Source: an optimization exercise on an open RTL-to-GDS flow (aim: small area, a short achievable clock period and few clock cycles per item). Production flows keep margins and buffers that such runs may drop.
RTL that was checked went through simulation tests only; none was proved equivalent to the original.
For runs 3 and 4, only the layout was checked, not whether the RTL still works.

==> flow/design.v (outline; a module is shown in full before it is edited, if it fits) <==
// module loop_frame: 468 lines
// module lf_mac32: 1765 lines
// module lf_mac33: 1793 lines
// module lf_add33: 127 lines
module loop_frame (
    input  wire        clk,
    input  wire        rst,
    input  wire        cmd_valid,
    output wire        cmd_ready,
    input  wire [1:0]  cmd_op,
    input  wire [5:0]  cmd_addr,
    input  wire [31:0] cmd_data,
    input  wire [31:0] in_y,
    input  wire [31:0] in_r,
    input  wire [31:0] in_x1,
    input  wire [31:0] in_x2,
    input  wire [31:0] in_x3,
    output reg         out_valid,
    output reg  [31:0] out_value,
    output reg  [1:0]  out_lim,
    output reg  [11:0] out_flags
);
  // ...
==> flow/flow/run.sh <==
#!/bin/bash
# Layout flow: the standard ORFS flow (standard.sh), with repair_timing aimed
# at a setup slack margin so that the critical paths are sized for a short period.
# The clock period and all constraints stay the design's. Each make/tool output
# goes to its own log in this folder (ORFS also keeps its per-step logs under orfs/logs).
set -euo pipefail
MARGIN=24
bash standard.sh SYNTH_ARGS=-noabc SETUP_SLACK_MARGIN=$MARGIN synth > flow_synth.log 2>&1
bash standard.sh SETUP_SLACK_MARGIN=$MARGIN floorplan > flow_floorplan.log 2>&1
bash standard.sh SETUP_SLACK_MARGIN=$MARGIN place > flow_place.log 2>&1
bash standard.sh SETUP_SLACK_MARGIN=$MARGIN cts > flow_cts.log 2>&1
bash standard.sh SETUP_SLACK_MARGIN=$MARGIN route > flow_route.log 2>&1
bash standard.sh SETUP_SLACK_MARGIN=$MARGIN finish > flow_finish.log 2>&1
==> flow/standard.sh <==
#!/bin/bash
# synth_recipe.tcl (not shown) runs the flow's synth.tcl, then flattens the netlist and writes it again
# the make line also repeats each setting of config.mk as NAME=value (left out here)
make -C /OpenROAD-flow-scripts/flow DESIGN_CONFIG=/design/flow/config.mk WORK_HOME=/design/flow/orfs CLKGATE_MAP_FILE= SYNTH_SCRIPT=/design/flow/synth_recipe.tcl "${@:-finish}"
==> flow/config.mk <==
export PLATFORM = sky130hd
export DESIGN_NAME = loop_frame
export DESIGN_NICKNAME = loop_frame
export VERILOG_FILES = /design/flow/design.v
export SDC_FILE = /design/flow/constraint.sdc
export NUM_CORES = 8
export LEC_CHECK = 0
export ABC_AREA = 1
export CAP_MARGIN = 20
export CORE_MARGIN = 2
export CORE_UTILIZATION = 40
export SLEW_MARGIN = 20
export TNS_END_PERCENT = 10
==> flow/constraint.sdc <==
create_clock -name core_clock -period 32.0 [get_ports {clk}]
set_input_delay 6.4000 -clock core_clock [delete_from_list [all_inputs] [get_ports {clk}]]
set_output_delay 6.4000 -clock core_clock [all_outputs]
set_load 0.01 [all_outputs]
==> reports/metrics.csv, run 1 <==
stage,metric,value,unit
run_status,status,finished clean,
yosys,synth_mux_area_frac,0.001155,
timing,finalSetupViolCount,0,
placement,dp.cells,34660,
yosys,synth_top_family_by_area,adder cells,
setup_path,crit_path_end,flB[9],
global_route,antenna_found_initial,122,
final_layout,mostFrequentLayoutCells,"nand2_1, inv_1, xor2_1",
setup_path,r2r-end,flB[9],
timing,fin_crit,8228,ps
min_path,hold_path_depth,0,
clock_network,cts.hold.buffers_added,0,
clock_network,cts_tree,done,
timing,drv_slew,0,
timing,hold_viol,0,
setup_path,cp.depth,31,
global_route,met3_usage,0.1293,
global_route,grt-ovfl-total,0,
route,highest_layer,met5,
timing,layout_setup_ws,23770,ps
route,via_per_inst,6.125,
final_layout,nNonClkBuffers,1329,
final_layout,seq_cell_count,2599,
final_layout,fillers,55660,
min_path,min_path_type,reg2reg,
final_layout,sh_seq_area,0.2190,
setup_path,crit_path_start_kind,register,
setup_path,cp-startpoint,p_omax[8],
global_route,grt_pass1_vias,208100,
yosys,synthTopCellsByArea,"fa_1, dfxtp_1, xor2_1",
final_layout,multi_input_area_share,0.6068,
timing,whs,265.5,ps
global_route,grtUsageTotal,0.3911,
yosys,synth_common_cells,"nand2_1, inv_1, xor2_1",
final_layout,register_area,0.05891,mm^2
Testbench counts, summed over its fixed seeds: cycles 11,312, frames 1,600.
==> run 2: changes to the inputs <==
--- a/flow/config.mk
+++ b/flow/config.mk
@@ -10,4 +10,4 @@
 export CORE_MARGIN = 2
 export CORE_UTILIZATION = 40
 export SLEW_MARGIN = 20
-export TNS_END_PERCENT = 10
+export TNS_END_PERCENT = 0
==> run 2 against run 1 <==
Compared with the run above: hold slack gained 8.1 ps; synthesized area is the same; still clean; die area is the same.
==> reports/metrics.csv, run 2 <==
stage,metric,value,unit,change
floorplan,ioPinCount,251,,
yosys,ys_ff_latch,2599,,
placement,dp.cells,34630,,-0.087%
clock_network,cts_buffers,318,,
route,wl_per_cell,33.23,um,
timing,hold_viol,0,,unchanged
yosys,synth_flop_cell,dfxtp_1,,
clock_network,clock_latency,1100,ps,
yosys,yosysTopAreaCell,fa_1,,
timing,setup_tns,0,ps,
yosys,syn_avg_cell_area,8.245,um^2,
timing,fin_skew,100.8,ps,
route,drt_wl_total,1185000,um,
clock_network,cts_max_level,5,,
flow_run,maxCapViolCount,0,,
timing,drv_slew,0,,unchanged
placement,post_dp_cell_area,0.2421,mm^2,
placement,gp_congestion,1.064,,
final_layout,fillers,56480,,+1.5%
timing,period_share,0.2620,,
yosys,synth_common_cells,"nand2_1, inv_1, xor2_1",,
yosys,syn_inst,27980,,
placement,hpwl,866200,um,
setup_path,critPathKind,reg2reg,,
final_layout,layout.nets,31480,,
route,drt_iter0_drc,30780,,
floorplan,die_h,763.4,um,
setup_path,worstPathRequired,32930,ps,
floorplan,die_area,0.5828,mm^2,
setup_path,crit_fanout,48,,
placement,post-place-ws,21900,ps,
route,vias,218600,,
yosys,synthTopCellsByArea,"fa_1, dfxtp_1, xor2_1",,
timing,finalSetupViolCount,0,,unchanged
setup_path,crit_path_start_kind,register,,
clock_network,cts.path.max_buffers,4,,
floorplan,die_w,763.4,um,
final_layout,final_common_cell,nand2_1,,
route,firstDrtPassIters,12,,
yosys,syn_area,0.2307,mm^2,
global_route,grt_max_degree,126,,
yosys,async_flop_share,0,,
clock_network,clkTransAtPathRegs,60,ps,
clock_network,cts_tree,done,,
clock_network,cts.hold.buffers_added,0,,unchanged
yosys,ys_seq_area_frac,0.2535,,
final_layout,postLayoutCellArea,0.2640,mm^2,
timing,layout_setup_ws,23620,ps,-155.2 ps
global_route,grt_pass1_vias,208000,,-0.038%
global_route,grt_first_pass_wirelength,1620000,um,
placement,port_buffers,250,,
yosys,yosys_warnings,1,,
setup_path,crit_path_end_kind,register,,
yosys,synth_top_area_frac,0.1824,,
clock_network,cts.sinks,2599,,
yosys,syn_nets,31730,,
route,ant_nets,0,,
setup_path,cp_slowest_cell,buf_4,,
yosys,synth_edf_count,644,,
global_route,grtUsageTotal,0.3888,,-0.002237
global_route,grt-ovfl-total,0,,unchanged
timing,worst_slew_pin_slew,1334,ps,
timing,fmax,119.3,MHz,
timing,worst_slew_margin_rel,0.1071,,
global_route,antenna_found_initial,129,,+5.7%
min_path,min_path_type,reg2reg,,
clock_network,ctsRootBufferMaster,clkbuf_16,,
setup_path,max_stage_delay,570,ps,
final_layout,syn_to_final_growth,14.42,%,
run_status,status,finished clean,,
floorplan,fp-row-count,278,,
final_layout,layout-drive-gt1-share,0.1045,,
setup_path,arrival,9310,ps,
setup_path,cpMostUsedCell,nand2_1,,
floorplan,start_util,0.4020,,
yosys,synth_cell_types,76,,
timing,fin_crit,8384,ps,+155.2 ps
final_layout,mostFrequentLayoutCells,"nand2_1, inv_1, xor2_1",,
floorplan,fp.coreArea,0.5739,mm^2,
timing,rsz0062_at_grt,true,,
final_layout,fin_cells,35670,,
yosys,synthMostInstantiatedCell,nand2_1,,
route,drc,0,,
route,via_per_inst,6.128,,about the same
-- run 2: cell type report --
class	instances	area, um^2	share of cell area
Sequential cell	2599	58820	0.2228
Clock inverter	162	1813	0.006868
Tap cell	7560	9459	0.03583
Inverter	2952	11190	0.04240
Timing Repair Buffer	1128	12080	0.04576
Multi-Input combinational cell	20720	161200	0.6105
Antenna cell	116	290.3	0.001100
Timing Repair inverter	1	5.005	0.00001896
Clock buffer	425	9153	0.03467
-- run 2: through the flow --
stage | hold slack (ps) | utilization
finish | 273.6 | 0.4599
global route | 278.4 | 0.4596
global placement | 309.5 | 0.4215
CTS | 266.3 | 0.4519
floorplan | 309.6 | -
detailed placement | 312.1 | 0.4218
-- run 2: path summary, 6_finish.rpt --
path / startpoint / to / slack (ps) / depth (start not counted)
min reg2reg: ring3[128] / ring3[96] / 270 / 0
max reg2reg: p_omax[29] / flB[9] / 23620 / 30
min: ring3[128] / ring3[96] / 270 / 0
max: p_omax[29] / flB[9] / 23620 / 30
-- run 2: critical path, delay by kind of cell, from the launching register on --
| family | cells | cell delay, ps |
|---|---|---|
| and+or+nand+nor | 20 | 4480 |
| buffers and inverters | 4 | 1620 |
| adders and majority gates | 2 | 830 |
| AOI/OAI and AO/OA | 3 | 520 |
| DFF | 1 | 510 |
| xor gates and xnor gates | 1 | 160 |
-- run 2: kinds of logic after synthesis --
kind of cell	after synthesis	share of synthesized area
simple gates	7907	0.1403
compound gates	6393	0.1597
buf+inv	4686	0.07722
fa+ha+maj	3550	0.2609
xor+xnor	2821	0.1072
flops	2599	0.2535
mux	24	0.001155
-- run 2: repair_timing --
item | in CTS | in global routing
endpoints found under the setup margin | 1043 | 947
resized for setup | 1104 | 591
cloned | 45 | 33
buffers inserted | 133 | 126
pin swaps | 92 | 160
-- run 2: layer usage --
metal / share of wire / GRT usage
met5: 0.00041 / 0
met4: 0.090 / 0.2726
met3: 0.12 / 0.1227
met2: 0.41 / 0.5578
met1: 0.38 / 0.4952
==> module loop_frame, before the edit <==
module loop_frame (
    input  wire        clk,
    input  wire        rst,
    input  wire        cmd_valid,
    output wire        cmd_ready,
    input  wire [1:0]  cmd_op,
    input  wire [5:0]  cmd_addr,
    input  wire [31:0] cmd_data,
    input  wire [31:0] in_y,
    input  wire [31:0] in_r,
    input  wire [31:0] in_x1,
    input  wire [31:0] in_x2,
    input  wire [31:0] in_x3,
    output reg         out_valid,
    output reg  [31:0] out_value,
    output reg  [1:0]  out_lim,
    output reg  [11:0] out_flags
);
    localparam [31:0] SMAX = 32'h7fffffff;
    localparam [31:0] SMIN = 32'h80000000;
    localparam [31:0] ONE  = 32'h01000000;
    localparam F_SHAPE = 0, F_ERROR = 1, F_PID = 2, F_INTEG = 3, F_BQ0 = 4,
               F_BQ1 = 5, F_BQ2 = 6, F_BQ3 = 7, F_FF = 8, F_CLAMP = 9,
               F_RATE = 10, F_PSAT = 11;
    function [31:0] sat33;
        input [32:0] x;
        begin
            if (x[32] != x[31]) sat33 = x[32] ? SMIN : SMAX;
            else sat33 = x[31:0];
        end
    endfunction
    function ov33;
        input [32:0] x;
        begin
            ov33 = (x[32] != x[31]);
        end
    endfunction
    function [31:0] sat34;
        input [33:0] x;
        begin
            if (x[33] & ~(&x[32:31])) sat34 = SMIN;
            else if (~x[33] & (|x[32:31])) sat34 = SMAX;
            else sat34 = x[31:0];
        end
    endfunction
    function ov34;
        input [33:0] x;
        begin
            ov34 = (x[33] & ~(&x[32:31])) | (~x[33] & (|x[32:31]));
        end
    endfunction
    function [32:0] sx33;
        input [31:0] v;
        begin
            sx33 = {v[31], v};
        end
    endfunction
    function [33:0] sx34;
        input [31:0] v;
        begin
            sx34 = {{2{v[31]}}, v};
        end
    endfunction
    function [64:0] mrow;
        input        ai;
        input [64:0] acc;
        input [31:0] add;
        begin
            mrow = ai ? acc : {9'd0, ~add[31], add[30:0], 1'b0, 23'h7fffff};
        end
    endfunction
    reg  [6:0] sl;
    wire [6:0] sl_n = {sl[5:0], sl[6]};
    reg        init;
    reg        rdy;
    reg        cv_q, acc_q, rst_q;
    reg  [1:0] op_q;
    reg  [5:0] ad_q;
    assign cmd_ready = rdy;
    wire acc_cmd   = rdy & ~rst;
    wire acc_frame = acc_cmd & (op_q != 2'd3);
    wire acc_wr    = acc_cmd & (op_q == 2'd3);
    reg       vA, vB, vC;
    reg [1:0] opA, opB, opC;
    wire nA = vA & (opA == 2'd0), pA = vA & (opA == 2'd1), wA = nA | pA;
    wire nB = vB & (opB == 2'd0), pB = vB & (opB == 2'd1), wB = nB | pB;
    wire wC = vC & ((opC == 2'd0) | (opC == 2'd1));
    wire vA_n = sl[1] ? acc_frame : vA;
    wire vB_n = sl[1] ? vA : vB;
    wire vC_n = sl[1] ? vB : (vC & ~sl[2]);
    wire pA_n = sl[1] ? (acc_frame & (op_q == 2'd1)) : pA;
    wire pB_n = sl[1] ? pA : pB;
    reg       rg_v;
    reg [1:0] rg_u;
    reg [6:0] rg_s;
    always @(*) begin
        rg_v = 1'b1; rg_u = 2'd0; rg_s = 7'd0;
        case (ad_q)
            6'd0:  begin rg_u = 2'd0; rg_s = 7'b0001000; end    
            6'd2:  begin rg_u = 2'd0; rg_s = 7'b1000000; end    
            6'd3:  begin rg_u = 2'd1; rg_s = 7'b1000000; end    
            6'd4:  begin rg_u = 2'd2; rg_s = 7'b1000000; end    
            6'd6:  begin rg_u = 2'd3; rg_s = 7'b0001000; end    
            6'd7:  begin rg_u = 2'd3; rg_s = 7'b0010000; end    
            6'd8:  begin rg_u = 2'd3; rg_s = 7'b0100000; end    
            6'd12: begin rg_u = 2'd2; rg_s = 7'b0000100; end    
            6'd16: begin rg_u = 2'd0; rg_s = 7'b0000010; end    
            6'd17: begin rg_u = 2'd0; rg_s = 7'b0000100; end    
            6'd18: begin rg_u = 2'd0; rg_s = 7'b0100000; end    
            6'd19: begin rg_u = 2'd0; rg_s = 7'b0010000; end    
            6'd20: begin rg_u = 2'd0; rg_s = 7'b0000001; end    
            6'd21: begin rg_u = 2'd1; rg_s = 7'b0000100; end    
            6'd22: begin rg_u = 2'd1; rg_s = 7'b0010000; end    
            6'd23: begin rg_u = 2'd1; rg_s = 7'b0000001; end    
            6'd24: begin rg_u = 2'd1; rg_s = 7'b0100000; end    
            6'd25: begin rg_u = 2'd1; rg_s = 7'b0000010; end    
            6'd26: begin rg_u = 2'd1; rg_s = 7'b0001000; end    
            6'd27: begin rg_u = 2'd2; rg_s = 7'b0001000; end    
            6'd28: begin rg_u = 2'd2; rg_s = 7'b0000001; end    
            6'd29: begin rg_u = 2'd2; rg_s = 7'b0100000; end    
            6'd30: begin rg_u = 2'd2; rg_s = 7'b0000010; end    
            6'd31: begin rg_u = 2'd2; rg_s = 7'b0010000; end    
            6'd32: begin rg_u = 2'd3; rg_s = 7'b1000000; end    
            6'd33: begin rg_u = 2'd3; rg_s = 7'b0000010; end    
            6'd34: begin rg_u = 2'd3; rg_s = 7'b0000001; end    
            6'd35: begin rg_u = 2'd3; rg_s = 7'b0000100; end    
            default: rg_v = 1'b0;
        endcase
    end
    wire wr_plain  = (ad_q == 6'd1) | (ad_q == 6'd5) | (ad_q == 6'd9) |
                     (ad_q == 6'd10) | (ad_q == 6'd11) | (ad_q == 6'd13);
    wire wr_lreset = (ad_q == 6'd62);
    wire busy_n = vA_n | vB_n | vC_n;
    wire init_n = init & ~sl[6];
    wire wr_ok  = rg_v ? (~busy_n & (|(sl_n & rg_s))) :
                  wr_lreset ? (~busy_n & sl_n[2]) :
                  wr_plain ? ~busy_n : 1'b1;
    wire cmd_ok = (op_q != 2'd3) ? sl_n[1] : wr_ok;
    always @(posedge clk) begin
        if (rst) begin
            sl   <= 7'b0000001;
            init <= 1'b1;
            rdy  <= 1'b0;
            cv_q <= 1'b0;
            acc_q <= 1'b0;
            rst_q <= 1'b1;
            vA   <= 1'b0;
            vB   <= 1'b0;
            vC   <= 1'b0;
            opA  <= 2'd0;
            opB  <= 2'd0;
            opC  <= 2'd0;
        end else begin
            sl   <= sl_n;
            init <= init_n;
            rdy  <= cv_q & ~acc_q & ~rst_q & ~acc_cmd & ~init_n & cmd_ok;
            cv_q <= cmd_valid;
            acc_q <= acc_cmd;
            rst_q <= 1'b0;
            vC   <= vC_n;
            if (sl[1]) begin
                vB  <= vA;
                opC <= opB;
                opB <= opA;
                vA  <= acc_frame;
                opA <= op_q;
            end
        end
    end
    always @(posedge clk) begin
        op_q <= cmd_op;
        ad_q <= cmd_addr;
    end
    reg [223:0] ring0, ring1, ring2, ring3;
    wire [31:0] c0 = ring0[31:0], c1 = ring1[31:0], c2 = ring2[31:0], c3 = ring3[31:0];
    wire wr_r0 = acc_wr & rg_v & (rg_u == 2'd0);
    wire wr_r1 = acc_wr & rg_v & (rg_u == 2'd1);
    wire wr_r2 = acc_wr & rg_v & (rg_u == 2'd2);
    wire wr_r3 = acc_wr & rg_v & (rg_u == 2'd3);
    wire [31:0] def0 = (sl[1] | sl[3]) ? ONE : 32'd0;
    wire [31:0] def1 = (sl[2] | sl[3]) ? ONE : 32'd0;
    wire [31:0] def2 = sl[4] ? ONE : 32'd0;
    always @(posedge clk) begin
        ring0 <= {wr_r0 ? cmd_data : (init ? def0 : c0), ring0[223:32]};
        ring1 <= {wr_r1 ? cmd_data : (init ? def1 : c1), ring1[223:32]};
        ring2 <= {wr_r2 ? cmd_data : (init ? def2 : c2), ring2[223:32]};
        ring3 <= {wr_r3 ? cmd_data : (init ? 32'd0 : c3), ring3[223:32]};
    end
    reg [31:0] p_dr, p_bias, p_omin, p_omax, p_du;
    reg        p_rev;
    always @(posedge clk) begin
        if (rst) begin
            p_dr   <= SMAX;
            p_bias <= 32'd0;
            p_omin <= SMIN;
            p_omax <= SMAX;
            p_du   <= SMAX;
            p_rev  <= 1'b0;
        end else if (acc_wr) begin
            case (ad_q)
                6'd1:  p_dr   <= cmd_data;
                6'd5:  p_bias <= cmd_data;
                6'd9:  p_omin <= cmd_data;
                6'd10: p_omax <= cmd_data;
                6'd11: p_du   <= cmd_data;
                6'd13: p_rev  <= cmd_data[0];
                default: ;
            endcase
        end
    end
    reg [31:0] r_q, y_q, x1_q, x2_q, x3_q, t_q;
    reg [31:0] step_q, p_q, gi_q, d_q, f_q, u_q;
    reg [31:0] b0_q, b1_q, b2_q, b3_q;
    reg [64:0] acc0, acc1, acc2, acc3;
    reg [11:0] flA, flB;
    reg [31:0] st_rs, st_eprev, st_i;
    reg [31:0] s1_0, s1_1, s1_2, s1_3, s2_0, s2_1, s2_2, s2_3;
    reg        st_fz;
    reg       g0, i0, t0, a0s1, a0s2, a0u;
    reg       g1, i1, t1, a1s11, a1s12, a1s2, a1u;
    reg       g2, i2, t2, a2s2, a2s1, a2u;
    reg       g3, i3, t3, a3b, a3s2;
    always @(posedge clk) begin
        i0   <= sl_n[0] | sl_n[4];
        g0   <= sl_n[0] | sl_n[4] | (sl_n[1] & pA_n);
        t0   <= sl_n[2] | sl_n[5];
        a0s1 <= sl_n[1] & ~pA_n;
        a0u  <= sl_n[1] & pA_n;
        a0s2 <= sl_n[2];
        i1   <= sl_n[1] | sl_n[5];
        g1   <= sl_n[1] | sl_n[5] | ((sl_n[2] | sl_n[3]) & pB_n);
        t1   <= sl_n[0] | sl_n[4];
        a1s11 <= sl_n[2] & ~pB_n;
        a1s12 <= sl_n[3] & ~pB_n;
        a1u  <= (sl_n[2] | sl_n[3]) & pB_n;
        a1s2 <= sl_n[4];
        i2   <= sl_n[1] | sl_n[5];
        g2   <= sl_n[1] | sl_n[5] | (sl_n[4] & pB_n);
        t2   <= sl_n[0] | sl_n[3];
        a2s2 <= sl_n[3];
        a2s1 <= sl_n[4] & ~pB_n;
        a2u  <= sl_n[4] & pB_n;
        i3   <= sl_n[0] | sl_n[2] | sl_n[4] | sl_n[5];
        g3   <= sl_n[0] | sl_n[2];
        t3   <= sl_n[1] | sl_n[3] | sl_n[4] | sl_n[6];
        a3b  <= sl_n[3];
        a3s2 <= sl_n[6];
    end
    wire [31:0] ad0 = ({32{a0s1}} & s1_0) | ({32{a0s2}} & s2_0) | ({32{a0u}} & u_q);
    wire [31:0] ad1 = ({32{a1s11}} & s1_1) | ({32{a1s12}} & s1_2) | ({32{a1s2}} & s2_1) | ({32{a1u}} & u_q);
    wire [31:0] ad2 = ({32{a2s2}} & s2_2) | ({32{a2s1}} & s1_3) | ({32{a2u}} & u_q);
    wire [31:0] ad3 = ({32{a3b}} & p_bias) | ({32{a3s2}} & s2_3);
    reg  [31:0] xq0, xq1, xq3;
    reg  [32:0] xq2;
    wire [64:0] z0, z1, z2, z3;
    wire [31:0] r0, r1, r2, r3;
    wire        s0, s1, s2, s3;
    lf_mac32 u0 (.x(xq0), .y(c0), .neg(g0), .row(mrow(i0, acc0, ad0)), .st(t0), .z(z0), .r(r0), .s(s0));
    lf_mac32 u1 (.x(xq1), .y(c1), .neg(g1), .row(mrow(i1, acc1, ad1)), .st(t1), .z(z1), .r(r1), .s(s1));
    lf_mac33 u2 (.x(xq2), .y(c2), .neg(g2), .row(mrow(i2, acc2, ad2)), .st(t2), .z(z2), .r(r2), .s(s2));
    lf_mac32 u3 (.x(xq3), .y(c3), .neg(g3), .row(mrow(i3, acc3, ad3)), .st(t3), .z(z3), .r(r3), .s(s3));
    wire [32:0] dr_full;
    lf_add33 a_dr (.a(sx33(r_q)), .b(~sx33(st_rs)), .ci(1'b1), .s(dr_full));
    wire [32:0] st_pl    = sx33(step_q) + sx33(p_dr);
    wire [32:0] st_mi    = sx33(p_dr) - sx33(step_q);
    wire        sel_dr   = p_dr[31] | st_mi[32];
    wire        sel_nd   = ~p_dr[31] & st_pl[32];
    wire [31:0] step_c   = sel_dr ? p_dr : (sel_nd ? ~p_dr : step_q);
    wire [32:0] rs_full;
    lf_add33 a_rs (.a(sx33(st_rs)), .b(sx33(step_c)), .ci(sel_nd), .s(rs_full));
    wire [31:0] e_pa     = p_rev ? y_q : st_rs;
    wire [31:0] e_pb     = p_rev ? st_rs : y_q;
    wire [32:0] e_full   = sx33(e_pa) - sx33(e_pb);
    wire [31:0] e_new    = sat33(e_full);
    wire [32:0] ed_new   = sx33(e_new) - sx33(st_eprev);
    wire [31:0] dr_new   = sat33(dr_full);
    wire        gi_pos   = ~gi_q[31] & (|gi_q[30:0]);
    wire        i_cond   = ~((out_lim == 2'b01) & gi_pos) & ~((out_lim == 2'b11) & gi_q[31]);
    wire [32:0] i_full   = sx33(st_i) + sx33(gi_q);
    wire [31:0] i_new    = i_cond ? sat33(i_full) : st_i;
    wire [32:0] pd       = sx33(p_q) + sx33(d_q);
    wire [33:0] u_full   = {pd[32], pd} + sx34(i_new);
    wire [32:0] pu_full  = sx33(t_q) - sx33(f_q);
    wire [31:0] pu       = sat33(pu_full);
    wire [33:0] pi_full  = sx34(pu) - {pd[32], pd};
    wire [31:0] u_new    = pA ? pu : sat34(u_full);
    reg  [32:0] h1_q, l1_q;
    reg  [31:0] bmin_q, prev_q;
    wire [32:0] lo_q, hi_q;
    lf_add33 a_lo (.a(sx33(prev_q)), .b(~sx33(p_du)), .ci(1'b1), .s(lo_q));
    lf_add33 a_hi (.a(sx33(prev_q)), .b(sx33(p_du)), .ci(1'b0), .s(hi_q));
    always @(posedge clk) begin
        if (sl[1]) prev_q <= pA ? t_q : out_value;
        bmin_q <= ($signed(p_omin) < $signed(p_omax)) ? p_omin : p_omax;
        h1_q <= ($signed(sx33(p_omax)) < $signed(hi_q)) ? sx33(p_omax) : hi_q;
        l1_q <= ($signed(lo_q) > $signed(sx33(bmin_q))) ?
                    (($signed(lo_q) < $signed(hi_q)) ? lo_q : hi_q) :
                    (($signed(sx33(bmin_q)) < $signed(hi_q)) ? sx33(bmin_q) : hi_q);
    end
    wire [32:0] v_full;
    lf_add33 a_v (.a(sx33(pB ? u_q : b3_q)), .b(sx33(f_q)), .ci(1'b0), .s(v_full));
    wire [31:0] v_sat    = sat33(v_full);
    wire [32:0] hh       = ($signed(h1_q) > $signed(l1_q)) ? h1_q : l1_q;
    wire        v_gt_hh  = $signed(sx33(v_sat)) > $signed(hh);
    wire        v_lt_l1  = $signed(sx33(v_sat)) < $signed(l1_q);
    wire [1:0]  lim_new  = v_gt_hh ? 2'b01 : (v_lt_l1 ? 2'b11 : 2'b00);
    wire [32:0] w_rt     = v_lt_l1 ? l1_q : (v_gt_hh ? hh : sx33(v_sat));
    wire        v_gt_mx  = $signed(v_sat) > $signed(p_omax);
    wire        v_lt_bm  = $signed(v_sat) < $signed(bmin_q);
    wire [31:0] o_val    = v_gt_mx ? p_omax : (v_lt_bm ? bmin_q : v_sat);
    reg  [31:0] o_q;
    reg  [32:0] wrt_q;
    reg         ovo_q;
    always @(posedge clk) begin
        if (sl[5]) begin
            o_q   <= o_val;
            wrt_q <= w_rt;
            ovo_q <= v_gt_mx | v_lt_bm;
        end
    end
    wire [32:0] w_m      = ($signed(wrt_q) > $signed(sx33(p_omax))) ? sx33(p_omax) : wrt_q;
    wire [32:0] w_fin    = ($signed(w_m) < $signed(sx33(bmin_q))) ? sx33(bmin_q) : w_m;
    wire        f_clamp  = ovo_q | (w_fin != wrt_q);
    wire        f_rate   = (wrt_q != sx33(o_q));
    wire lreset = acc_wr & wr_lreset;
    always @(posedge clk) begin
        if (sl[1]) begin
            r_q  <= in_r;
            y_q  <= in_y;
            x1_q <= in_x1;
            x2_q <= in_x2;
            x3_q <= in_x3;
            t_q  <= cmd_data;
        end
        step_q <= r0;
        p_q    <= r0;
        gi_q   <= r1;
        d_q    <= st_fz ? 32'd0 : r2;
        if (sl[5]) f_q <= r3;
        if (sl[0]) u_q <= u_new;
        if (sl[1]) b0_q <= r0;
        if (sl[2]) b1_q <= r1;
        if (sl[3]) b2_q <= r1;
        if (sl[4]) b3_q <= r2;
        case (1'b1)
            sl[6]: begin
                xq0 <= pB ? u_q : b0_q;  xq1 <= pB ? u_q : b0_q;
                xq2 <= sx33(pB ? u_q : b1_q); xq3 <= b3_q;
            end
            sl[0]: begin
                xq0 <= u_new;  xq1 <= pB ? u_q : b1_q;
                xq2 <= sx33(pB ? u_q : b2_q); xq3 <= pB ? u_q : b2_q;
            end
            sl[1]: begin
                xq0 <= u_q;    xq1 <= pA ? u_q : r0;
                xq2 <= sx33(b2_q); xq3 <= pB ? xq3 : b3_q;
            end
            sl[2]: begin
                xq0 <= dr_new; xq1 <= pB ? u_q : r1;
                xq2 <= sx33(r1); xq3 <= x1_q;
            end
            sl[3]: begin
                xq0 <= b0_q;   xq1 <= b0_q;
                xq2 <= sx33(pB ? u_q : r1); xq3 <= x2_q;
            end
            sl[4]: begin
                xq0 <= u_q;    xq1 <= b1_q;
                xq2 <= sx33(b2_q); xq3 <= x3_q;
            end
            default: begin
                xq0 <= e_new;  xq1 <= e_new;
                xq2 <= ed_new; xq3 <= b2_q;
            end
        endcase
        if (t0) acc0 <= z0;
        acc1 <= z1;
        if (t2) acc2 <= z2;
        acc3 <= z3;
    end
    always @(posedge clk) begin
        if (rst) begin
            st_rs <= 32'd0; st_eprev <= 32'd0; st_i <= 32'd0; st_fz <= 1'b0;
            s1_0 <= 32'd0; s1_1 <= 32'd0; s1_2 <= 32'd0; s1_3 <= 32'd0;
            s2_0 <= 32'd0; s2_1 <= 32'd0; s2_2 <= 32'd0; s2_3 <= 32'd0;
            out_value <= 32'd0; out_lim <= 2'd0;
        end else if (lreset) begin
            st_rs <= cmd_data; st_eprev <= 32'd0; st_i <= 32'd0;
            s1_0 <= 32'd0; s1_1 <= 32'd0; s1_2 <= 32'd0; s1_3 <= 32'd0;
            s2_0 <= 32'd0; s2_1 <= 32'd0; s2_2 <= 32'd0; s2_3 <= 32'd0;
            out_value <= c2; out_lim <= 2'd0;
        end else begin
            if (sl[4] & vA) st_rs <= sat33(rs_full);
            if (sl[6] & vA) st_fz <= (opA == 2'd2);
            if (sl[6] & wA) st_eprev <= xq0;
            if (sl[0] & nA) st_i <= i_new;
            if (sl[0] & pA) st_i <= sat34(pi_full);
            if (sl[1] & pA) s1_0 <= r0;
            if (sl[4] & nB) s1_0 <= r0;
            if (sl[0] & wB) s2_0 <= r0;
            if (sl[2] & pB) s1_1 <= r1;
            if (sl[5] & nB) s1_1 <= r1;
            if (sl[1] & wB) s2_1 <= r1;
            if (sl[3] & pB) s1_2 <= r1;
            if (sl[5] & nB) s1_2 <= r2;
            if (sl[1] & wB) s2_2 <= r2;
            if (sl[4] & pB) s1_3 <= r2;
            if (sl[0] & nB) s1_3 <= r3;
            if (sl[2] & wC) s2_3 <= r3;
            if (sl[5] & wB) out_lim <= lim_new;
            if (sl[6] & wB) out_value <= w_fin[31:0];
        end
    end
    always @(posedge clk) begin
        if (rst) begin
            out_valid <= 1'b0;
            out_flags <= 12'd0;
            flA <= 12'd0;
            flB <= 12'd0;
        end else begin
            out_valid <= sl[2] & vC;
            if (sl[1]) begin
                out_flags <= flB
                           | ((wB & s1) ? (12'd1 << F_BQ1) : 12'd0)
                           | ((wB & s2) ? (12'd1 << F_BQ2) : 12'd0);
                flB <= flA | ((wA & s0) ? (12'd1 << F_BQ0) : 12'd0);
                flA <= 12'd0;
            end else begin
                if (sl[2] & wC & s3) out_flags[F_BQ3] <= 1'b1;
                case (1'b1)
                    sl[2]: begin
                        if (vA & ov33(dr_full)) flA[F_SHAPE] <= 1'b1;
                        if (wB & s1) flB[F_BQ1] <= 1'b1;
                    end
                    sl[3]: begin
                        if (vA & s0) flA[F_SHAPE] <= 1'b1;
                        if (wB & s1) flB[F_BQ2] <= 1'b1;
                    end
                    sl[4]: begin
                        if (vA & ov33(rs_full)) flA[F_SHAPE] <= 1'b1;
                        if (wB & s2) flB[F_BQ3] <= 1'b1;
                        if (nB & s0) flB[F_BQ0] <= 1'b1;
                    end
                    sl[5]: begin
                        if (wA & ov33(e_full)) flA[F_ERROR] <= 1'b1;
                        if (wA & s3) flA[F_FF] <= 1'b1;
                        if (nB & s1) flB[F_BQ1] <= 1'b1;
                        if (nB & s2) flB[F_BQ2] <= 1'b1;
                        if (wB & ov33(v_full)) flB[F_FF] <= 1'b1;
                    end
                    sl[6]: begin
                        if (wA & (s0 | (s2 & ~st_fz))) flA[F_PID] <= 1'b1;
                        if (nA & s1) flA[F_INTEG] <= 1'b1;
                        if (wB & f_clamp) flB[F_CLAMP] <= 1'b1;
                        if (wB & f_rate) flB[F_RATE] <= 1'b1;
                    end
                    sl[0]: begin
                        if (nA & i_cond & ov33(i_full)) flA[F_INTEG] <= 1'b1;
                        if (nA & ov34(u_full)) flA[F_PID] <= 1'b1;
                        if (pA & (ov33(pu_full) | ov34(pi_full))) flA[F_PSAT] <= 1'b1;
                        if (wB & s0) flB[F_BQ0] <= 1'b1;
                        if (nB & s3) flB[F_BQ3] <= 1'b1;
                    end
                    default: ;
                endcase
            end
        end
    end
endmodule
==> run 3: changes to the inputs <==
--- a/flow/design.v
+++ b/flow/design.v
@@ -270,19 +270,24 @@
     lf_add33 a_rs (.a(sx33(st_rs)), .b(sx33(step_c)), .ci(sel_nd), .s(rs_full));
     wire [31:0] e_pa     = p_rev ? y_q : st_rs;
     wire [31:0] e_pb     = p_rev ? st_rs : y_q;
-    wire [32:0] e_full   = sx33(e_pa) - sx33(e_pb);
+    wire [32:0] e_full, ed_new;
+    lf_add33 a_e (.a(sx33(e_pa)), .b(~sx33(e_pb)), .ci(1'b1), .s(e_full));
     wire [31:0] e_new    = sat33(e_full);
-    wire [32:0] ed_new   = sx33(e_new) - sx33(st_eprev);
+    lf_add33 a_ed (.a(sx33(e_new)), .b(~sx33(st_eprev)), .ci(1'b1), .s(ed_new));
     wire [31:0] dr_new   = sat33(dr_full);
     wire        gi_pos   = ~gi_q[31] & (|gi_q[30:0]);
     wire        i_cond   = ~((out_lim == 2'b01) & gi_pos) & ~((out_lim == 2'b11) & gi_q[31]);
-    wire [32:0] i_full   = sx33(st_i) + sx33(gi_q);
+    wire [32:0] s1_full, pd;
+    wire [33:0] s2_full;
+    lf_add33 a_s1 (.a(sx33(pA ? t_q : st_i)), .b(sx33(pA ? ~f_q : gi_q)), .ci(pA), .s(s1_full));
+    wire [32:0] i_full   = s1_full;
+    wire [32:0] pu_full  = s1_full;
     wire [31:0] i_new    = i_cond ? sat33(i_full) : st_i;
-    wire [32:0] pd       = sx33(p_q) + sx33(d_q);
-    wire [33:0] u_full   = {pd[32], pd} + sx34(i_new);
-    wire [32:0] pu_full  = sx33(t_q) - sx33(f_q);
     wire [31:0] pu       = sat33(pu_full);
-    wire [33:0] pi_full  = sx34(pu) - {pd[32], pd};
+    lf_add33 a_pd (.a(sx33(p_q)), .b(sx33(d_q)), .ci(1'b0), .s(pd));
+    lf_add34 a_s2 (.a({pd[32], pd}), .b(sx34(pA ? ~pu : i_new)), .ci(1'b0), .s(s2_full));
+    wire [33:0] u_full   = s2_full;
+    wire [33:0] pi_full  = ~s2_full;
     wire [31:0] u_new    = pA ? pu : sat34(u_full);
     reg  [32:0] h1_q, l1_q;
     reg  [31:0] bmin_q, prev_q;
@@ -4151,3 +4156,134 @@
     wire bp58 = p[32] & bp31;
     assign s = {p[32] ^ bg31, p[31] ^ bg57, p[30] ^ bg42, p[29] ^ bg56, p[28] ^ bg35, p[27] ^ bg55, p[26] ^ bg41, p[25] ^ bg54, p[24] ^ bg32, p[23] ^ bg53, p[22] ^ bg40, p[21] ^ bg52, p[20] ^ bg34, p[19] ^ bg51, p[18] ^ bg39, p[17] ^ bg50, p[16] ^ bg29, p[15] ^ bg49, p[14] ^ bg38, p[13] ^ bg48, p[12] ^ bg33, p[11] ^ bg47, p[10] ^ bg37, p[9] ^ bg46, p[8] ^ bg25, p[7] ^ bg45, p[6] ^ bg36, p[5] ^ bg44, p[4] ^ bg17, p[3] ^ bg43, p[2] ^ bg1, p[1] ^ g0, p[0] ^ ci};
 endmodule
+module lf_add34 (
+    input  wire [33:0] a,
+    input  wire [33:0] b,
+    input  wire        ci,
+    output wire [33:0] s
+);
+    wire [33:0] p = a ^ b;
+    wire [33:0] g = a & b;
+    wire g0 = g[0] | (p[0] & ci);
+    wire bg1 = g[1] | (p[1] & g0);
+    wire bp1 = p[1] & p[0];
+    wire bg2 = g[3] | (p[3] & g[2]);
+    wire bp2 = p[3] & p[2];
+    wire bg3 = g[5] | (p[5] & g[4]);
+    wire bp3 = p[5] & p[4];
+    wire bg4 = g[7] | (p[7] & g[6]);
+    wire bp4 = p[7] & p[6];
+    wire bg5 = g[9] | (p[9] & g[8]);
+    wire bp5 = p[9] & p[8];
+    wire bg6 = g[11] | (p[11] & g[10]);
+    wire bp6 = p[11] & p[10];
+    wire bg7 = g[13] | (p[13] & g[12]);
+    wire bp7 = p[13] & p[12];
+    wire bg8 = g[15] | (p[15] & g[14]);
+    wire bp8 = p[15] & p[14];
+    wire bg9 = g[17] | (p[17] & g[16]);
+    wire bp9 = p[17] & p[16];
+    wire bg10 = g[19] | (p[19] & g[18]);
+    wire bp10 = p[19] & p[18];
+    wire bg11 = g[21] | (p[21] & g[20]);
+    wire bp11 = p[21] & p[20];
+    wire bg12 = g[23] | (p[23] & g[22]);
+    wire bp12 = p[23] & p[22];
+    wire bg13 = g[25] | (p[25] & g[24]);
+    wire bp13 = p[25] & p[24];
+    wire bg14 = g[27] | (p[27] & g[26]);
+    wire bp14 = p[27] & p[26];
+    wire bg15 = g[29] | (p[29] & g[28]);
+    wire bp15 = p[29] & p[28];
+    wire bg16 = g[31] | (p[31] & g[30]);
+    wire bp16 = p[31] & p[30];
+    wire bg17 = g[33] | (p[33] & g[32]);
+    wire bp17 = p[33] & p[32];
+    wire bg18 = bg2 | (bp2 & bg1);
+    wire bp18 = bp2 & bp1;
+    wire bg19 = bg4 | (bp4 & bg3);
+    wire bp19 = bp4 & bp3;
+    wire bg20 = bg6 | (bp6 & bg5);
+    wire bp20 = bp6 & bp5;
+    wire bg21 = bg8 | (bp8 & bg7);
+    wire bp21 = bp8 & bp7;
+    wire bg22 = bg10 | (bp10 & bg9);
+    wire bp22 = bp10 & bp9;
+    wire bg23 = bg12 | (bp12 & bg11);
+    wire bp23 = bp12 & bp11;
+    wire bg24 = bg14 | (bp14 & bg13);
+    wire bp24 = bp14 & bp13;
+    wire bg25 = bg16 | (bp16 & bg15);
+    wire bp25 = bp16 & bp15;
+    wire bg26 = bg19 | (bp19 & bg18);
+    wire bp26 = bp19 & bp18;
+    wire bg27 = bg21 | (bp21 & bg20);
+    wire bp27 = bp21 & bp20;
+    wire bg28 = bg23 | (bp23 & bg22);
+    wire bp28 = bp23 & bp22;
+    wire bg29 = bg25 | (bp25 & bg24);
+    wire bp29 = bp25 & bp24;
+    wire bg30 = bg27 | (bp27 & bg26);
+    wire bp30 = bp27 & bp26;
+    wire bg31 = bg29 | (bp29 & bg28);
+    wire bp31 = bp29 & bp28;
+    wire bg32 = bg31 | (bp31 & bg30);
+    wire bp32 = bp31 & bp30;
+    wire bg33 = bg28 | (bp28 & bg30);
+    wire bp33 = bp28 & bp30;
+    wire bg34 = bg20 | (bp20 & bg26);
+    wire bp34 = bp20 & bp26;
+    wire bg35 = bg22 | (bp22 & bg30);
+    wire bp35 = bp22 & bp30;
+    wire bg36 = bg24 | (bp24 & bg33);
+    wire bp36 = bp24 & bp33;
+    wire bg37 = bg3 | (bp3 & bg18);
+    wire bp37 = bp3 & bp18;
+    wire bg38 = bg5 | (bp5 & bg26);
+    wire bp38 = bp5 & bp26;
+    wire bg39 = bg7 | (bp7 & bg34);
+    wire bp39 = bp7 & bp34;
+    wire bg40 = bg9 | (bp9 & bg30);
+    wire bp40 = bp9 & bp30;
+    wire bg41 = bg11 | (bp11 & bg35);
+    wire bp41 = bp11 & bp35;
+    wire bg42 = bg13 | (bp13 & bg33);
+    wire bp42 = bp13 & bp33;
+    wire bg43 = bg15 | (bp15 & bg36);
+    wire bp43 = bp15 & bp36;
+    wire bg44 = bg17 | (bp17 & bg32);
+    wire bp44 = bp17 & bp32;
+    wire bg45 = g[2] | (p[2] & bg1);
+    wire bp45 = p[2] & bp1;
+    wire bg46 = g[4] | (p[4] & bg18);
+    wire bp46 = p[4] & bp18;
+    wire bg47 = g[6] | (p[6] & bg37);
+    wire bp47 = p[6] & bp37;
+    wire bg48 = g[8] | (p[8] & bg26);
+    wire bp48 = p[8] & bp26;
+    wire bg49 = g[10] | (p[10] & bg38);
+    wire bp49 = p[10] & bp38;
+    wire bg50 = g[12] | (p[12] & bg34);
+    wire bp50 = p[12] & bp34;
+    wire bg51 = g[14] | (p[14] & bg39);
+    wire bp51 = p[14] & bp39;
+    wire bg52 = g[16] | (p[16] & bg30);
+    wire bp52 = p[16] & bp30;
+    wire bg53 = g[18] | (p[18] & bg40);
+    wire bp53 = p[18] & bp40;
+    wire bg54 = g[20] | (p[20] & bg35);
+    wire bp54 = p[20] & bp35;
+    wire bg55 = g[22] | (p[22] & bg41);
+    wire bp55 = p[22] & bp41;
+    wire bg56 = g[24] | (p[24] & bg33);
+    wire bp56 = p[24] & bp33;
+    wire bg57 = g[26] | (p[26] & bg42);
+    wire bp57 = p[26] & bp42;
+    wire bg58 = g[28] | (p[28] & bg36);
+    wire bp58 = p[28] & bp36;
+    wire bg59 = g[30] | (p[30] & bg43);
+    wire bp59 = p[30] & bp43;
+    wire bg60 = g[32] | (p[32] & bg32);
+    wire bp60 = p[32] & bp32;
+    assign s = {p[33] ^ bg60, p[32] ^ bg32, p[31] ^ bg59, p[30] ^ bg43, p[29] ^ bg58, p[28] ^ bg36, p[27] ^ bg57, p[26] ^ bg42, p[25] ^ bg56, p[24] ^ bg33, p[23] ^ bg55, p[22] ^ bg41, p[21] ^ bg54, p[20] ^ bg35, p[19] ^ bg53, p[18] ^ bg40, p[17] ^ bg52, p[16] ^ bg30, p[15] ^ bg51, p[14] ^ bg39, p[13] ^ bg50, p[12] ^ bg34, p[11] ^ bg49, p[10] ^ bg38, p[9] ^ bg48, p[8] ^ bg26, p[7] ^ bg47, p[6] ^ bg37, p[5] ^ bg46, p[4] ^ bg18, p[3] ^ bg45, p[2] ^ bg1, p[1] ^ g0, p[0] ^ ci};
+endmodule
--- a/flow/flow/run.sh
+++ b/flow/flow/run.sh
@@ -5,7 +5,7 @@
 # goes to its own log in this folder (ORFS also keeps its per-step logs under orfs/logs).
 set -euo pipefail
 MARGIN=24
-bash standard.sh SYNTH_ARGS=-noabc SETUP_SLACK_MARGIN=$MARGIN synth > flow_synth.log 2>&1
+bash standard.sh SETUP_SLACK_MARGIN=$MARGIN synth > flow_synth.log 2>&1
 bash standard.sh SETUP_SLACK_MARGIN=$MARGIN floorplan > flow_floorplan.log 2>&1
 bash standard.sh SETUP_SLACK_MARGIN=$MARGIN place > flow_place.log 2>&1
 bash standard.sh SETUP_SLACK_MARGIN=$MARGIN cts > flow_cts.log 2>&1
==> run 3 against run 2 <==
Compared with the run above: synthesized area is 1.4% lower; design area decreased by 4.5%; clock skew grew 22 ps; critical endpoint unchanged; clock-buffer cell count increased by 3; die area is 1.4% lower; critical path depth is 5 higher; still clean.
==> reports/metrics.csv, run 3 <==
stage,metric,value,unit,change
run_status,status,finished clean,,
clock_network,cts.sinks,2599,,unchanged
floorplan,die_area,0.5745,mm^2,-1.4%
yosys,synthTopCellsByArea,"fa_1, dfxtp_1, xor2_1",,
floorplan,die_w,758.0,um,-0.71%
timing,fmax,104.3,MHz,-13%
placement,gp_congestion,1.069,,+0.40%
timing,rsz0062_at_grt,true,,
final_layout,fillers,55970,,-0.90%
clock_network,ctsRootBufferMaster,clkbuf_16,,
yosys,async_flop_share,0,,unchanged
yosys,ys_seq_area_frac,0.2572,,+0.003682
floorplan,start_util,0.4020,,about the same
setup_path,crit_fanout,56,,+17%
placement,port_buffers,250,,unchanged
clock_network,clock_latency,1080,ps,-20 ps
route,drt_iter0_drc,29590,,-3.9%
setup_path,cpMostUsedCell,nand2_1,,
setup_path,arrival,10510,ps,+1200 ps
final_layout,layout-drive-gt1-share,0.07432,,-0.03022
route,drc,0,,unchanged
yosys,syn_nets,31080,,-2.1%
route,firstDrtPassIters,14,,+2
route,ant_nets,0,,unchanged
yosys,synth_flop_cell,dfxtp_1,,
global_route,antenna_found_initial,157,,+22%
min_path,min_path_type,reg2reg,,
timing,finalSetupViolCount,0,,unchanged
floorplan,ioPinCount,251,,unchanged
global_route,grt-ovfl-total,0,,unchanged
floorplan,fp-row-count,276,,-0.72%
global_route,grt_pass1_vias,200200,,-3.8%
yosys,syn_inst,27490,,-1.7%
yosys,syn_avg_cell_area,8.271,um^2,+0.32%
yosys,synth_common_cells,"nand2_1, inv_1, xor2_1",,
final_layout,mostFrequentLayoutCells,"nand2_1, inv_1, xor2_1",,
yosys,syn_area,0.2274,mm^2,-1.4%
setup_path,max_stage_delay,640,ps,+70 ps
timing,whs,287.4,ps,+13.82 ps
timing,fin_skew,123.2,ps,+22.46 ps
clock_network,cts_tree,done,,
yosys,yosysTopAreaCell,fa_1,,
route,vias,209900,,-4.0%
yosys,yosys_warnings,1,,unchanged
setup_path,crit_path_end_kind,register,,
timing,setup_tns,0,ps,unchanged
clock_network,clkTransAtPathRegs,70,ps,about the same
yosys,synth_cell_types,86,,+13%
setup_path,crit_path_start_kind,register,,
flow_run,maxCapViolCount,0,,unchanged
route,wl_per_cell,31.16,um,-6.2%
clock_network,cts_max_level,5,,unchanged
timing,hold_viol,0,,unchanged
yosys,synthMostInstantiatedCell,nand2_1,,
final_layout,syn_to_final_growth,10.82,%,
final_layout,multi_input_area,0.1491,mm^2,-7.5%
setup_path,critPathKind,reg2reg,,
route,via_per_inst,6.014,,-1.9%
yosys,synth_edf_count,644,,unchanged
yosys,synth_top_area_frac,0.1860,,+0.003618
floorplan,fp.coreArea,0.5657,mm^2,-1.4%
setup_path,worstPathRequired,32920,ps,about the same
yosys,ys_ff_latch,2599,,unchanged
clock_network,cts_buffers,304,,-4.4%
final_layout,final_common_cell,nand2_1,,
floorplan,die_h,758.0,um,-0.71%
global_route,grt_max_degree,126,,unchanged
placement,hpwl,795900,um,-8.1%
route,drt_wl_total,1088000,um,-8.2%
timing,worst_slew_pin_slew,1330,ps,-4.572 ps
final_layout,register_area,0.05858,mm^2,-0.41%
timing,fin_crit,9591,ps,+1208 ps
final_layout,layout.nets,30640,,-2.7%
timing,worst_slew_margin_rel,0.1136,,+0.006487
global_route,grtUsageTotal,0.3677,,-0.02110
clock_network,cts.path.max_buffers,4,,unchanged
setup_path,cp_slowest_cell,nor4_1,,
final_layout,final_util,0.4455,,-0.01443
global_route,grt_first_pass_wirelength,1517000,um,-6.4%
timing,drv_slew,0,,unchanged
timing,period_share,0.2997,,+0.03774
==> run 3: kinds of logic after synthesis <==
logic type,count (synthesis),synth area share
simple gates,6615,0.1203
compound gates,6287,0.1621
buf+inv,5844,0.09770
fa+ha+maj,3400,0.2567
xor+xnor,2741,0.1058
flops,2599,0.2572
mux,6,0.0002751
==> run 3: per-layer routing <==
layer / share of wire / GRT usage / vias to the layer above
met1: 0.37 / 0.4638 / 102400
li1: - / - / 89250
met5: 0.00071 / 0.005255 / -
met3: 0.13 / 0.1290 / 3659
met2: 0.41 / 0.5236 / 14590
met4: 0.085 / 0.2556 / 70
==> run 3: what timing repair did <==
action | 4_1_cts | 5_1_grt
gates resized for setup | 307 | 83
pin swaps | 48 | 60
setup buffers | 144 | 12
endpoints found under the setup margin | 1248 | 1220
cloned | 10 | 1
hold buffers | 0 | 0
==> run 3: stage by stage <==
stage	worst slack (ps)	area [um^2]	instances
after floorplan	23040	227700	27490
after global placement	18840	238100	34080
after detailed placement	18920	238200	34080
after CTS	22750	251200	34790
after global routing	22160	251800	34830
final	22410	252000	34910
==> run 3: final timing paths <==
| check | from | endpoint | slack [ps] | depth (start not counted) |
|---|---|---|---|---|
| hold / removal | ring1[63] | ring1[31] | 290 | 0 |
| setup reg to reg | p_omax[31] | flB[9] | 22410 | 35 |
| hold reg to reg | ring1[63] | ring1[31] | 290 | 0 |
| setup / recovery | p_omax[31] | flB[9] | 22410 | 35 |
==> run 3: worst max-delay path, delay by kind of cell, from the launching register on <==
family,cells,cell delay (ps)
AO/OA/AOI/OAI,3,790
buffers and inverters,6,1610
flip-flops,1,530
adder cells (fa/ha/maj),2,1040
AND/OR/NAND/NOR,24,5410
==> run 3: final cells by class <==
class,instances,share of cell area
multi-input combinational,19050,0.5916
sequential,2599,0.2325
inverter,4114,0.06223
tap,7506,0.03727
clock buffer,428,0.03495
timing repair buffer,976,0.03426
clock inverter,132,0.006142
antenna,98,0.0009732
timing repair inverter,2,0.00006951
==> run 4: changes to the inputs <==
--- a/flow/flow/run.sh
+++ b/flow/flow/run.sh
@@ -5,7 +5,7 @@
 # goes to its own log in this folder (ORFS also keeps its per-step logs under orfs/logs).
 set -euo pipefail
 MARGIN=24
-bash standard.sh SETUP_SLACK_MARGIN=$MARGIN synth > flow_synth.log 2>&1
+bash standard.sh SYNTH_ARGS=-noabc SETUP_SLACK_MARGIN=$MARGIN synth > flow_synth.log 2>&1
 bash standard.sh SETUP_SLACK_MARGIN=$MARGIN floorplan > flow_floorplan.log 2>&1
 bash standard.sh SETUP_SLACK_MARGIN=$MARGIN place > flow_place.log 2>&1
 bash standard.sh SETUP_SLACK_MARGIN=$MARGIN cts > flow_cts.log 2>&1
==> run 4 against run 3 <==
Compared with the run above: still clean on timing, DRC and antenna; synthesized area decreased by 0.58%; register-to-register slack improved by 430 ps; sequential cell count unchanged; final cell count decreased by 1.7%; first-iteration DRC count decreased by 4.6%; wire length increased by 4.4%; die area decreased by 0.58%; non-clock buffer count increased by 8; clock-buffer cell count decreased by 3.
==> reports/metrics.csv, run 4 <==
stage,metric,value,unit,change
global_route,grt_pass1_vias,200100,,-0.062%
route,drt_iter0_drc,28220,,-4.6%
yosys,synth_common_cells,"nand2_1, inv_1, xor2_1",,
yosys,ys_seq_area_frac,0.2587,,+0.001499
final_layout,final_util,0.4471,,+0.001592
route,wirelength_met1,433500,um,+6.3%
route,vias,210000,,+0.016%
global_route,grt-ovfl-total,0,,unchanged
route,wl_per_cell,33.09,um,+6.2%
floorplan,ioPinCount,251,,unchanged
clock_network,clkTransAtPathRegs,70,ps,about the same
yosys,syn_area,0.2261,mm^2,-0.58%
floorplan,die_area,0.5712,mm^2,-0.58%
final_layout,mostFrequentLayoutCells,"nand2_1, inv_1, xor2_1",,
floorplan,die_w,755.8,um,-0.29%
yosys,synth_top_family_by_area,adder cells,,
yosys,synthMostInstantiatedCell,nand2_1,,
route,dr_wl_met2,473600,um,+7.3%
clock_network,cts.sinks,2599,,unchanged
route,dr_wl_met3,128500,um,-12%
route,firstDrtPassIters,11,,-3
final_layout,final_common_cell,nand2_1,,
timing,fmax,109.2,MHz,+4.7%
route,ant_nets,0,,unchanged
setup_path,max_stage_delay,650,ps,about the same
floorplan,fp-row-count,276,,unchanged
yosys,synth_xor_area_frac,0.1049,,-0.0009052
yosys,synth_edf_count,644,,unchanged
setup_path,r2r-end,d_q[14],,
final_layout,syn_to_final_growth,11.52,%,
final_layout,fillers,55820,,-0.27%
yosys,synthTopCellsByArea,"fa_1, dfxtp_1, xor2_1",,
final_layout,layout-drive-gt1-share,0.08159,,+0.007278
timing,rsz0062_at_grt,true,,
timing,drv_slew,0,,unchanged
floorplan,start_util,0.4009,,-0.001105
yosys,synth_top_area_frac,0.1928,,+0.006751
timing,worst_slew_margin_rel,0.1377,,+0.02413
final_layout,register_area,0.05861,mm^2,about the same
floorplan,fp.coreArea,0.5639,mm^2,-0.31%
min_path,hold_path_depth,0,,unchanged
setup_path,cpMostUsedCell,nand2_1,,
clock_network,cts.hold.buffers_added,0,,unchanged
setup_path,timing.rr.start,xq2[21],,
global_route,grtUsageTotal,0.3844,,+0.01663
timing,finalSetupViolCount,0,,unchanged
placement,gp_congestion,1.065,,-0.36%
setup_path,critPathTopFamily,adder cells,,
yosys,synth_mux_area_frac,0.0007914,,+0.0005163
setup_path,arrival,10010,ps,-500 ps
placement,post_dp_cell_area,0.2373,mm^2,-0.34%
timing,worst_slew_pin_slew,1293,ps,-36.20 ps
flow_run,maxCapViolCount,0,,unchanged
timing,fin_crit,9157,ps,-434.3 ps
floorplan,die_h,755.8,um,-0.29%
global_route,antenna_found_initial,145,,-7.6%
yosys,synth_compound_gate_area_share,0.1516,,-0.01042
setup_path,worstPathRequired,32850,ps,-70 ps
route,highest_layer,met5,,
placement,hpwl,843300,um,+6.0%
setup_path,crit_path_start_kind,register,,
global_route,grt_first_pass_wirelength,1565000,um,+3.2%
yosys,syn_avg_cell_area,8.405,um^2,+1.6%
yosys,ys_ff_latch,2599,,unchanged
yosys,yosysTopAreaCell,fa_1,,
clock_network,cts_tree,done,,
setup_path,cp-startpoint,xq2[21],,
setup_path,r2r_setup_slack,22840,ps,+430 ps
setup_path,crit_fanout,32,,-43%
yosys,async_flop_share,0,,unchanged
clock_network,cts.path.max_buffers,4,,unchanged
yosys,synth_fa_ha_area_frac,0.2689,,+0.01227
setup_path,cp_slowest_cell,fa_1,,
clock_network,cts_buffers,308,,+1.3%
yosys,syn_nets,30650,,-1.4%
placement,port_buffers,250,,unchanged
yosys,synth_cell_types,75,,-13%
route,drc,0,,unchanged
run_status,status,finished clean,,
clock_network,ctsRootBufferMaster,clkbuf_16,,
route,via_per_inst,6.118,,+1.7%
timing,fin_skew,107.4,ps,-15.77 ps
final_layout,postLayoutCellArea,0.2521,mm^2,about the same
min_path,hold_start,ring3[140],,
setup_path,crit_path_end_kind,register,,
yosys,syn_inst,26900,,-2.2%
clock_network,clock_latency,1080,ps,about the same
route,drt_wl_total,1136000,um,+4.4%
timing,setup_tns,0,ps,unchanged
setup_path,reg2reg_depth,32,,-8.6%
min_path,worstHoldEndpoint,ring3[108],,
timing,hold_viol,0,,unchanged
setup_path,critPathKind,reg2reg,,
timing,period_share,0.2862,,-0.01357
final_layout,multi_input_area,0.1537,mm^2,+3.1%
yosys,yosys_warnings,1,,unchanged
clock_network,cts_max_level,5,,unchanged
yosys,yosys.area_share.simple,0.1392,,+0.01884
min_path,min_path_type,reg2reg,,
final_layout,layout.nets,30190,,-1.5%
setup_path,path_buf_inv,5,,-1
global_route,grt_max_degree,109,,-13%
yosys,synth_flop_cell,dfxtp_1,,
## run 4: metrics by stage
step	std cells	hold slack, ps	setup slack (ps)
after floorplan	26900	309.6	23400
after global routing	34230	269.8	22690
after CTS	34170	258.3	23100
after detailed placement	33470	312.1	19600
after global placement	33470	309.6	19470
final	34320	275.0	22840
## run 4: what timing repair did
item / in CTS / in global routing
endpoints found under the setup margin: 1227 / 1195
cloned: 16 / 1
pin swaps: 50 / 39
setup buffers: 118 / 24
gates resized for setup: 442 / 174
## run 4: how the worst max path moves through the flow
stage / to / slack, ps / cells past startpoint
floorplan: u_q[10] / 23400 / 67
global placement: xq0[12] / 19470 / 65
detailed placement: xq0[16] / 19600 / 65
CTS: xq0[21] / 23100 / 67
global route: xq0[28] / 22690 / 69
finish: d_q[14] / 22840 / 32
## run 4: cell type report
class	count	area share
Timing Repair Buffer	984	0.03671
Clock buffer	425	0.03483
Clock inverter	145	0.006853
Inverter	2733	0.04109
Sequential cell	2599	0.2325
Antenna cell	123	0.001221
Multi-Input combinational cell	19810	0.6095
Timing Repair inverter	2	0.00004963
Tap cell	7506	0.03725
## run 4: worst register-to-register path: cells and delay by family, from the launching register on
family | cells | cell delay, ps
compound gates | 2 | 380
xor+xnor | 1 | 180
fa+ha+maj | 8 | 4070
buf+inv | 5 | 1740
flops | 1 | 300
simple gates | 16 | 2340
## run 4: metal layers
metal,vias up,global-route usage
met5,-,0.00008418
met1,103900,0.4904
met2,14270,0.5582
li1,88530,-
met4,42,0.2819
met3,3248,0.1036
## run 4: logic make-up after synthesis
group,count (synthesis)
XOR/XNOR,2706
AO/OA/AOI/OAI,5882
adder cells (fa/ha/maj),3553
flip-flops,2599
multiplexers,16
buffers and inverters,4501
AND/OR/NAND/NOR,7641

re-timing with driven ports:
The results above use ideal ports. As a check the final layouts listed here were re-extracted and re-timed, cells and wires unchanged. Step 1, drivers: a clkbuf_16 drives clk and a buf_2 each remaining input, both assumed. Step 2, shift: input delay + t, output delay - t, t = (earliest + latest rising clock arrival at the registers) / 2. This alone moves slack from input paths to output paths. Three values: ideal ports, drivers, drivers and shift; two values: the first two.
run | shift t [ns] | setup slack, ns | hold slack, ns | worst slew at a driven data input, ns
run 1 | 1.137 | 23.772 / 23.694 / 22.788 | 0.266 / 0.266 / 0.266 | 0.15
run 2 | 1.163 | 23.616 / 23.616 / 22.606 | 0.274 / 0.274 / 0.274 | 0.15
run 3 | 1.147 | 22.409 / 22.409 / 21.503 | 0.287 / 0.287 / 0.287 | 0.11
run 4 | 1.167 | 22.843 / 22.843 / 21.722 | 0.275 / 0.275 / 0.275 | 0.21
After both steps every run listed still meets setup and hold. For run 4, which loses most, drivers alone change the setup slack by 0.000 ns; drivers and shift together by -1.121 ns.
